Context: an optimization exercise on an open-source flow, tuned for small area, a short achievable clock period and few clock cycles per item. The choices shown serve that exercise and are no tape-out recipe. In this exercise RTL edits were held to simulation tests only and were not proved equivalent to the original.

// bn_sha384
module bn_sha384 (
    input  wire         clk,
    input  wire         rst,
    input  wire         in_valid,
    output wire         in_ready,
    input  wire [63:0]  in_data,
    input  wire         in_first,
    output reg          out_valid,
    output wire [383:0] out_digest
);
Settings: LEC_CHECK=0, ABC_AREA=1, CAP_MARGIN=20, CORE_MARGIN=2, CORE_UTILIZATION=45, PLACE_DENSITY=0.6, SLEW_MARGIN=20, SYNTH_MEMORY_MAX_BITS=16384; clock period 15.0 ns.
standard.sh (not shown) runs the stock make flow with config.mk's settings and CLKGATE_MAP_FILE= SYNTH_SCRIPT=/design/flow/synth_recipe.tcl, a recipe that flattens the netlist after the stock synthesis.
==> flow/flow/run.sh <==
#!/bin/bash
# Layout: the standard flow (standard synthesis, floorplan, placement, CTS,
# routing), with the timing repair steps asked to leave 11 ns of setup slack
# at the 15 ns clock, so that they size and buffer the design for speed, free to pick any
# buffer or gate size (MATCH_CELL_FOOTPRINT=0).
# make's full output goes to make_finish.log in this folder; the ORFS step
# logs are under orfs/logs.
set -euo pipefail
bash standard.sh SETUP_SLACK_MARGIN=11 MATCH_CELL_FOOTPRINT=0 finish > make_finish.log 2>&1
The starting point produced a layout that fails on max-capacitance violations, max-slew violations.
Testbench counts at the start, summed over its fixed seeds: cycles 31,120, blocks 384.
Rerun with:
==> flow/flow/run.sh (replaced) <==
#!/bin/bash
# Layout: the standard flow (standard synthesis, floorplan, placement, CTS,
# routing), with the timing repair steps asked to leave 10 ns of setup slack
# at the 15 ns clock, so that they size and buffer the design for speed.
# make's full output goes to make_finish.log in this folder; the ORFS step
# logs are under orfs/logs.
set -euo pipefail
bash standard.sh SETUP_SLACK_MARGIN=10 finish > make_finish.log 2>&1
- CORE_UTILIZATION: 45 -> 60
- PLACE_DENSITY: 0.6 -> 0.7
With this change the flow stopped in global routing.
Synthesized cell count stays the same.
Synthesized area does not change.

bn_sha384, a different RTL version from the one above (not shown whole).
Size in the first run: roughly 2300 flip-flops, roughly 450 I/O pins, about 110000 um^2 of cells after synthesis.
clock: 15.0 ns
lec_check: 0
abc_area: 1
cap_margin: 20
core_margin: 2
core_utilization: 45
place_density: 0.6
slew_margin: 20
synth_memory_max_bits: 16384
==> flow/flow/run.sh <==
#!/bin/bash
# Layout: the standard flow (standard synthesis, floorplan, placement, CTS,
# routing), with the timing repair steps asked to leave 10.45 ns of setup
# slack at the 15 ns clock, so that they size and buffer the design for speed.
# make's full output goes to make_finish.log in this folder; the ORFS step
# logs are under orfs/logs.
set -euo pipefail
bash standard.sh SETUP_SLACK_MARGIN=10.45 finish > make_finish.log 2>&1
The baseline went through all stages and came out clean.
Testbench counts at the start, summed over its fixed seeds: cycles 31,120, blocks 384.
==> next run, changes <==
--- a/flow/config.mk
+++ b/flow/config.mk
@@ -9,6 +9,6 @@
 export CAP_MARGIN = 20
 export CORE_MARGIN = 2
-export CORE_UTILIZATION = 45
-export PLACE_DENSITY = 0.6
+export CORE_UTILIZATION = 50
+export PLACE_DENSITY = 0.65
 export SLEW_MARGIN = 20
 export SYNTH_MEMORY_MAX_BITS = 16384
Effect: The new run finished clean. Routed wire length came out lower by about 2%. Clock skew came out higher by 22 ps.
==> next run, changes <==
==> flow/flow/run.sh (replaced) <==
#!/bin/bash
# Layout: the standard flow (standard synthesis, floorplan, placement, CTS,
# routing), with the timing repair steps asked to leave 10.45 ns of setup slack
# at the 15 ns clock, so that they size and buffer the design for speed, free to pick any
# buffer or gate size (MATCH_CELL_FOOTPRINT=0).
# make's full output goes to make_finish.log in this folder; the ORFS step
# logs are under orfs/logs.
set -euo pipefail
bash standard.sh SETUP_SLACK_MARGIN=10.45 MATCH_CELL_FOOTPRINT=0 finish > make_finish.log 2>&1
--- a/flow/config.mk
+++ b/flow/config.mk
@@ -9,6 +9,6 @@
 export CAP_MARGIN = 20
 export CORE_MARGIN = 2
-export CORE_UTILIZATION = 50
-export PLACE_DENSITY = 0.65
+export CORE_UTILIZATION = 45
+export PLACE_DENSITY = 0.6
 export SLEW_MARGIN = 20
 export SYNTH_MEMORY_MAX_BITS = 16384
Core utilization went down by 6.0 points.
Routed wire length went up by about 0.8%.
Maximum frequency went up by about 14%.

static timing again, ports no longer ideal:
The flow's constraints put no driver on any port. The routed layouts listed below were extracted and timed again, unchanged, in two steps. Step 1 assumes that a clkbuf_16 drives the clock port and a buf_2 every other input. Step 2 times the ports against the registers' clock, not the clock port: input delays grow and output delays shrink by t, the midpoint of the rising clock arrivals with the driver on. Three values: ideal ports, drivers, drivers and shift; two values: the first two.
run | t, ns | setup slack, ns | hold slack, ns | latest minus earliest clock arrival (ns) | worst data-port slew with drivers (ns)
the first run of note 1 | 0.985 | 10.305 / 10.196 / 10.207 | 0.299 / 0.299 / 0.299 | 0.087 / 0.088 | 0.11
the first run of note 2 | 1.064 | 9.957 / 9.957 / 9.923 | 0.202 / 0.202 / 0.202 | 0.154 / 0.154 | 0.12
the second run of note 2 | 1.039 | 9.595 / 9.595 / 9.595 | 0.182 / 0.182 / 0.182 | 0.164 / 0.163 | 0.07
the third run of note 2 | 1.061 | 10.239 / 10.163 / 9.946 | 0.200 / 0.200 / 0.200 | 0.156 / 0.156 | 0.12
For the third run of note 2, which loses most, drivers alone change the setup slack by -0.076 ns; drivers and shift together by -0.293 ns.
